Source: an optimization exercise on an open RTL-to-GDS flow (aim: small area and a short achievable clock period). Production flows keep margins and buffers that such runs may drop.
In this exercise RTL edits were held to simulation tests only and were not proved equivalent to the original.
The flow treats the clock pin as an ideal source. Dropping or thinning the clock tree relies on that and would not hold on a real chip.
Power is estimated from default activity; no workload was simulated.

Setup of job 101:
Design rank_filter, start of the top module:
module rank_filter (
    input  wire        clk,
    input  wire        rst,         
    input  wire        in_valid,
    input  wire [19:0] in_i,
    input  wire [19:0] in_q,
    input  wire [2:0]  rank_hw,     
    input  wire [3:0]  rank_sel,    
    input  wire [1:0]  rank_mode,   
    input  wire [19:0] imp_th,      
    output reg         out_valid,
    output reg  [19:0] out_i,
    output reg  [19:0] out_q,
    output reg         out_imp,
    output reg  [15:0] imp_cnt
);
    reg [3:0]  sel;
    reg [1:0]  mode;
    reg [19:0] th;
    reg [6:0]  hw1;
    integer j;
    always @(posedge clk) begin
        for (j = 0; j < 7; j = j + 1)
            hw1[j] <= (rank_hw == j + 1);
        sel  <= rank_sel;
        mode <= rank_mode;
        th   <= imp_th;
    end
    reg        pend, rst1;
    reg [19:0] n_i, n_q;
    always @(posedge clk) begin
        pend <= in_valid & ~rst;
        rst1 <= rst;
        n_i  <= in_i;
        n_q  <= in_q;
    end
    reg  [3:0]  fill;
    wire [14:0] vld;
    genvar g;
    generate
        for (g = 0; g < 15; g = g + 1) begin : g_vld
            assign vld[g] = (fill > g);
        end
    endgenerate
    reg big_enough;
    always @* begin
        big_enough = 1'b0;
        for (j = 0; j < 7; j = j + 1)
            if (hw1[j] && fill > j)
                big_enough = 1'b1;
    end
    reg        rdy;
    always @(posedge clk) begin
        if (rst1)
            fill <= 4'd0;
        else if (pend && fill != 4'd15)
            fill <= {fill[3] ^ (fill[2] & fill[1] & fill[0]), fill[2] ^ (fill[1] & fill[0]),
                     fill[1] ^ fill[0], ~fill[0]};
        rdy <= pend & big_enough & ~rst;
    end
    wire [19:0] q_i, q_q, x_i, x_q;
    rank_select u_sel_i (.clk(clk), .rst(rst1), .step(pend), .n(n_i), .vld(vld),
                         .hw1(hw1), .xsel(xsel), .sel(sel), .q(q_i), .x(x_i));
  ...
For scale: ~5000 cells after synthesis, about 0.053 mm² of cells after synthesis.
Settings: LEC_CHECK=0, CAP_MARGIN=20, CORE_MARGIN=2, CORE_UTILIZATION=45, PLACE_DENSITY=0.6, SLEW_MARGIN=20; clock period 16.0 ns.
standard.sh (not shown) runs the stock make flow with config.mk's settings and CLKGATE_MAP_FILE= SYNTH_SCRIPT=/design/flow/synth_recipe.tcl, a recipe that flattens the netlist after the stock synthesis.
==> flow/flow/run.sh <==
#!/bin/bash
# Own layout flow: the standard ORFS flow, except that
# - timing repair aims at a shorter period than the clock's (the design
#   meets the clock period by a wide margin, so the standard repair steps
#   would do nothing); the constraints are the design's, only the repair
#   target (flow/margin.txt, the setup slack it aims for) differs;
# - the clock tree is built by flow/cts.tcl: four root buffers on the clock
#   port, each driving leaf buffers for compact groups of registers, which
#   gives a shorter insertion delay than the standard H-tree;
# - flow/cts.tcl also gives the input ports the smallest buffer (the port
#   buffering picks a delay cell) and moves each output port's buffer next
#   to the register that drives it.
# Each tool's full output goes to a log file of its own in this folder.
set -euo pipefail
MARGIN=$(cat flow/margin.txt)
bash standard.sh synth > synth.log 2>&1
bash standard.sh SETUP_SLACK_MARGIN=$MARGIN floorplan > floorplan.log 2>&1
bash standard.sh SETUP_SLACK_MARGIN=$MARGIN place > place.log 2>&1
openroad -no_init -exit flow/cts.tcl > cts.log 2>&1
bash standard.sh SETUP_SLACK_MARGIN=$MARGIN route > route.log 2>&1
bash standard.sh SETUP_SLACK_MARGIN=$MARGIN finish > finish.log 2>&1
==> flow/flow/cts.tcl <==
# Clock tree: the clock port drives four root buffers, one per quarter of
# the registers; each root drives leaf buffers, each for a compact group of
# about leaf_max registers found by recursive bisection. Then setup and hold
# repair with the propagated clock, as ORFS's CTS step does.
set R orfs/results/sky130hd/rank_filter/base
set margin [string trim [read [open flow/margin.txt]]]
set leaf_max 20
set leaf_cell sky130_fd_sc_hd__buf_12
set root_cell sky130_fd_sc_hd__buf_16
set mid_max 0
read_db $R/3_place.odb
read_liberty $::env(FLOW_HOME)/platforms/sky130hd/lib/sky130_fd_sc_hd__tt_025C_1v80.lib
read_sdc $R/3_place.sdc
source $::env(FLOW_HOME)/platforms/sky130hd/setRC.tcl
set_dont_use {sky130_fd_sc_hd__probe_p_8 sky130_fd_sc_hd__probec_p_8 sky130_fd_sc_hd__lpflow_*}

set block [ord::get_db_block]
set db [ord::get_db]

# The input ports' buffers: the smallest buffer rather than the delay cell
# the port buffering picked (repair below upsizes any that need it).
foreach bt [$block getBTerms] {
  if {[$bt getIoType] ne "INPUT" || [$bt getName] eq "clk"} { continue }
  foreach it [[$bt getNet] getITerms] {
    set inst [$it getInst]
    if {[[$inst getMaster] getName] ne "sky130_fd_sc_hd__buf_1"} {
      replace_cell [$inst getName] sky130_fd_sc_hd__buf_1
    }
  }
}
set clknet [$block findNet clk]
set mroot [$db findMaster $root_cell]
set mleaf [$db findMaster $leaf_cell]

# sinks: {iterm x y}
set sinks {}
foreach it [$clknet getITerms] {
  set bb [[$it getInst] getBBox]
  lappend sinks [list $it [expr {([$bb xMin] + [$bb xMax]) / 2}] [expr {([$bb yMin] + [$bb yMax]) / 2}]]
}
puts "clock sinks: [llength $sinks]"

proc bisect {pts} {
  set xs [lmap p $pts {lindex $p 1}]
  set ys [lmap p $pts {lindex $p 2}]
  set dx [expr {[tcl::mathfunc::max {*}$xs] - [tcl::mathfunc::min {*}$xs]}]
  set dy [expr {[tcl::mathfunc::max {*}$ys] - [tcl::mathfunc::min {*}$ys]}]
  set k [expr {$dx >= $dy ? 1 : 2}]
  set s [lsort -integer -index $k $pts]
  set h [expr {[llength $s] / 2}]
  return [list [lrange $s 0 [expr {$h - 1}]] [lrange $s $h end]]
}
proc split_k {pts k} {
  # k groups of near-equal size, by recursive proportional bisection
  if {$k <= 1} { return [list $pts] }
  set xs [lmap p $pts {lindex $p 1}]
  set ys [lmap p $pts {lindex $p 2}]
  set dx [expr {[tcl::mathfunc::max {*}$xs] - [tcl::mathfunc::min {*}$xs]}]
  set dy [expr {[tcl::mathfunc::max {*}$ys] - [tcl::mathfunc::min {*}$ys]}]
  set i [expr {$dx >= $dy ? 1 : 2}]
  set s [lsort -integer -index $i $pts]
  set k1 [expr {$k / 2}]
  set n1 [expr {round(double([llength $s]) * $k1 / $k)}]
  return [concat [split_k [lrange $s 0 [expr {$n1 - 1}]] $k1] [split_k [lrange $s $n1 end] [expr {$k - $k1}]]]
}
proc groups {pts maxn} {
  return [split_k $pts [expr {int(ceil(double([llength $pts]) / $maxn))}]]
}
# centre of the bounding box of pts
proc centroid {pts} {
  set xs [lmap p $pts {lindex $p 1}]
  set ys [lmap p $pts {lindex $p 2}]
  return [list [expr {([tcl::mathfunc::max {*}$xs] + [tcl::mathfunc::min {*}$xs]) / 2}] \
               [expr {([tcl::mathfunc::max {*}$ys] + [tcl::mathfunc::min {*}$ys]) / 2}]]
}
proc place_at {inst xy} {
  set m [$inst getMaster]
  set x [expr {[lindex $xy 0] - [$m getWidth] / 2}]
  set y [expr {[lindex $xy 1] - [$m getHeight] / 2}]
  $inst setLocation $x $y
  $inst setPlacementStatus PLACED
}

# one buffer for each group of pts (points {iterm-or-inst x y}), driving
# the group; returns the buffers as points
set nbuf 0
proc drive {groups master prefix isterm} {
  global block nbuf
  set out {}
  foreach grp $groups {
    set b [odb::dbInst_create $block $master "${prefix}_$nbuf"]
    set n [odb::dbNet_create $block "${prefix}_net_$nbuf"]
    $n setSigType CLOCK
    [$b findITerm X] connect $n
    foreach p $grp {
      set o [lindex $p 0]
      if {$isterm} { set it $o } else { set it [$o findITerm A] }
      $it disconnect
      $it connect $n
    }
    set c [centroid $grp]
    place_at $b $c
    lappend out [list $b {*}$c]
    incr nbuf
  }
  return $out
}
# buffers' inputs start out on the clock net, so that disconnect works
proc on_clk {pts} {
  global clknet
  foreach p $pts { [[lindex $p 0] findITerm A] connect $clknet }
}

set leaves [drive [groups $sinks $leaf_max] $mleaf cts_leaf 1]
on_clk $leaves
set top $leaves
if {$mid_max > 0} {
  set top [drive [groups $leaves $mid_max] $mroot cts_mid 0]
  on_clk $top
}
set quarters {}
foreach h [bisect $top] { lappend quarters {*}[bisect $h] }
set roots [drive $quarters $mroot cts_root 0]
on_clk $roots
puts "clock tree: [llength $roots] roots, [llength $top] below them, [llength $leaves] leaves"
$clknet setSigType CLOCK

# Each output port's buffer goes next to the register that drives it, so
# that the register's output wire is short and the buffer drives the long
# wire to the pin.
foreach bt [$block getBTerms] {
  if {[$bt getIoType] ne "OUTPUT"} { continue }
  set buf ""
  foreach it [[$bt getNet] getITerms] { if {[$it isOutputSignal]} { set buf [$it getInst] } }
  if {$buf eq ""} { continue }
  set drv ""
  foreach it [[[$buf findITerm A] getNet] getITerms] { if {[$it isOutputSignal]} { set drv [$it getInst] } }
  if {$drv eq ""} { continue }
  set loc [$drv getLocation]
  $buf setLocation [expr {[lindex $loc 0] + [[$drv getMaster] getWidth]}] [lindex $loc 1]
}

detailed_placement
set_propagated_clock [all_clocks]
estimate_parasitics -placement
report_clock_latency
set mx 0
foreach p [get_pins -hierarchical */CLK] { set s [get_property $p slew_max]; if {$s > $mx} {set mx $s} }
puts "largest register clock pin slew $mx"

# setup and hold repair, as ORFS's CTS step runs it, aimed at the margin
repair_timing -setup_margin $margin -hold_margin 0 -repair_tns 100 -verbose
detailed_placement
check_placement -verbose
estimate_parasitics -placement
report_worst_slack -max
report_worst_slack -min

write_db $R/4_1_cts.odb
file copy -force $R/4_1_cts.odb $R/4_cts.odb
write_sdc $R/4_cts.sdc
==> flow/flow/margin.txt <==
11.9
For job 102, these inputs were changed with respect to job 101:
--- a/flow/flow/run.sh
+++ b/flow/flow/run.sh
@@ -12,0 +13,4 @@
+# - synthesis is the standard flow's, with flow/synth.tcl in place of synth_recipe.tcl:
+#   ORFS's ABC mapping step runs flow/abc.script (delay-oriented mapping
+#   with area recovery) instead of ORFS's speed script; the registers are
+#   the standard synthesis's.
@@ -16 +20,2 @@
-bash standard.sh synth > synth.log 2>&1
+export OWN_ABC_SCRIPT=$PWD/flow/abc.script
+bash standard.sh SYNTH_SCRIPT=$PWD/flow/synth.tcl synth > synth.log 2>&1
==> flow/flow/abc.script (new file) <==
strash
&get -n
&st
&dch
&nf
&st
&syn2
&if -g -K 6
&synch2
&nf -R 1000
&put
topo
stime -c
buffer -c
upsize -c
dnsize -c
==> flow/flow/synth.tcl (new file) <==
# The standard flow's synthesis script (synth_recipe.tcl), except that ORFS's technology
# mapping call to ABC runs flow/abc.script in place of ORFS's speed script:
# the same mapping with area recovery. Everything else, the registers
# included, is as the standard synthesis makes it.
proc synth {args} { yosys synth -nofsm -noshare {*}$args }
proc abc {args} {
  set i [lsearch -exact $args -script]
  if {$i >= 0} { lset args [expr {$i + 1}] $::env(OWN_ABC_SCRIPT) }
  yosys abc {*}$args
}
source $::env(SCRIPTS_DIR)/synth.tcl
# left out here: clear keep_hierarchy, flatten, clean up, hide names made inside functions, write 1_2_yosys.v
## What came out
Job 102 against job 101: final estimated routing congestion in global placement has decreased, total leakage power has decreased, post-synthesis simple-gate area fraction has decreased.
Re critical path's largest stage delay: job 102 is 20 ps down on job 101.
Highest-delay cell along the critical path: sky130_fd_sc_hd__dfxtp_1 -> job 102, sky130_fd_sc_hd__dfxtp_2 -> job 101
Re hold slack: job 102 and job 101 aren't equal, and the lower value belongs to job 101.
Job 101 -> job 102: unique cell type count in the Yosys netlist decreased by more than 10%
Of job 102 and job 101, the run reporting the lower routed wire length was job 102.
The lower shortest clock period the worst path allows after layout of job 102 and job 101 is in job 101.
Inputs modified between job 102 and job 103:
--- a/flow/flow/run.sh
+++ b/flow/flow/run.sh
@@ -13,4 +12,0 @@
-# - synthesis is the standard flow's, with flow/synth.tcl in place of synth_recipe.tcl:
-#   ORFS's ABC mapping step runs flow/abc.script (delay-oriented mapping
-#   with area recovery) instead of ORFS's speed script; the registers are
-#   the standard synthesis's.
@@ -20,2 +16 @@
-export OWN_ABC_SCRIPT=$PWD/flow/abc.script
-bash standard.sh SYNTH_SCRIPT=$PWD/flow/synth.tcl synth > synth.log 2>&1
+bash standard.sh synth > synth.log 2>&1
--- a/flow/flow/cts.tcl
+++ b/flow/flow/cts.tcl
@@ -8,2 +8 @@
-set leaf_cell sky130_fd_sc_hd__buf_12
-set root_cell sky130_fd_sc_hd__buf_16
+set leaf_cell sky130_fd_sc_hd__clkbuf_16
@@ -32 +31 @@
-set mroot [$db findMaster $root_cell]
+set mroot [$db findMaster sky130_fd_sc_hd__clkbuf_16]
@@ -69 +67,0 @@
-# centre of the bounding box of pts
@@ -71,4 +69,4 @@
-  set xs [lmap p $pts {lindex $p 1}]
-  set ys [lmap p $pts {lindex $p 2}]
-  return [list [expr {([tcl::mathfunc::max {*}$xs] + [tcl::mathfunc::min {*}$xs]) / 2}] \
-               [expr {([tcl::mathfunc::max {*}$ys] + [tcl::mathfunc::min {*}$ys]) / 2}]]
+  set sx 0; set sy 0
+  foreach p $pts { set sx [expr {$sx + [lindex $p 1]}]; set sy [expr {$sy + [lindex $p 2]}] }
+  set n [llength $pts]
+  return [list [expr {$sx / $n}] [expr {$sy / $n}]]
removed: flow/flow/abc.script
removed: flow/flow/synth.tcl
### Flow results
- Job 103 vs job 102, start point of the critical path: out_i[19]$_DFF_P_ vs out_i[10]$_DFF_P_
- Taking job 102 as 1.0, job 103 lands at 1.09 on routed wire length.
- Job 102 → job 103: area overhead of the layout relative to synthesis decreased by 1.1 points relative to the old numbers, well tap count increased by 36 relative to the old numbers, global-route total usage across every layer increased by 1.6 points relative to the old numbers, total leakage power increased by about 6.5% relative to the old numbers, met3 usage in global routing increased by 0.33 points relative to the old numbers.
- Looking at critical path's slowest cell, the sky130_fd_sc_hd__dfxtp_2 result is from job 103; the sky130_fd_sc_hd__dfxtp_1 one comes from job 102.
Modified inputs, job 104 compared to job 103
==> flow/flow/margin.txt <==
11.85
Notes after the runs:
Looking at the reports, job 104 completed the entire flow and the layout it produced met the timing, DRC and antenna checks.
On area added between synthesis and finish, job 103 and job 104 are neck and neck.
Compared with job 103, in job 104 design area now sits at about the same level, cell leakage power barely changed, power in combinational cells picked up an extra about 0.7%, wire length reported by the detailed router rose by 3000 µm, setup slack of the critical path after layout went down.
[compare] base=job 103 new=job 104: sequential cell area in the final layout flat; number of non-filler instances in the completed layout flat; sequential share of cell area flat; worst slew margin relative to its limit up 3.5 points; multi-input gate count flat.
In every run of this note, the design's own scripts or RTL, not TritonCTS, make the clock network.

-- port drivers added, routing unchanged --
The flow's constraints put no driver on any port. The routed layouts listed below were extracted and timed again, unchanged, in two steps.
Step 1: set_driving_cell puts a clkbuf_16 on clk and a buf_2 on each other input, an assumption about the parent block.
Step 2 adds t to the input delays and takes it off the output delays; t is the mean of the earliest and latest rising clock arrival at the registers after step 1. Input paths then give back, and output paths get back, about the clock's delay inside the block.
Three values: ideal, step 1, step 2; two values: the first two.
run | t (ns) | setup WS [ns] | slew at the worst register clock pin (ns)
job 101 | 0.587 | 11.915 / 11.733 / 11.584 | 0.10 / 0.10
job 102 | 0.583 | 11.900 / 11.721 / 11.855 | 0.10 / 0.10
job 103 | 0.618 | 11.873 / 11.709 / 11.604 | 0.11 / 0.11
job 104 | 0.619 | 11.847 / 11.678 / 11.599 | 0.11 / 0.11
After both steps every run listed still meets setup and hold. The setup slack of job 101, which loses most, moves by -0.182 ns with the drivers and by -0.331 ns with both steps.
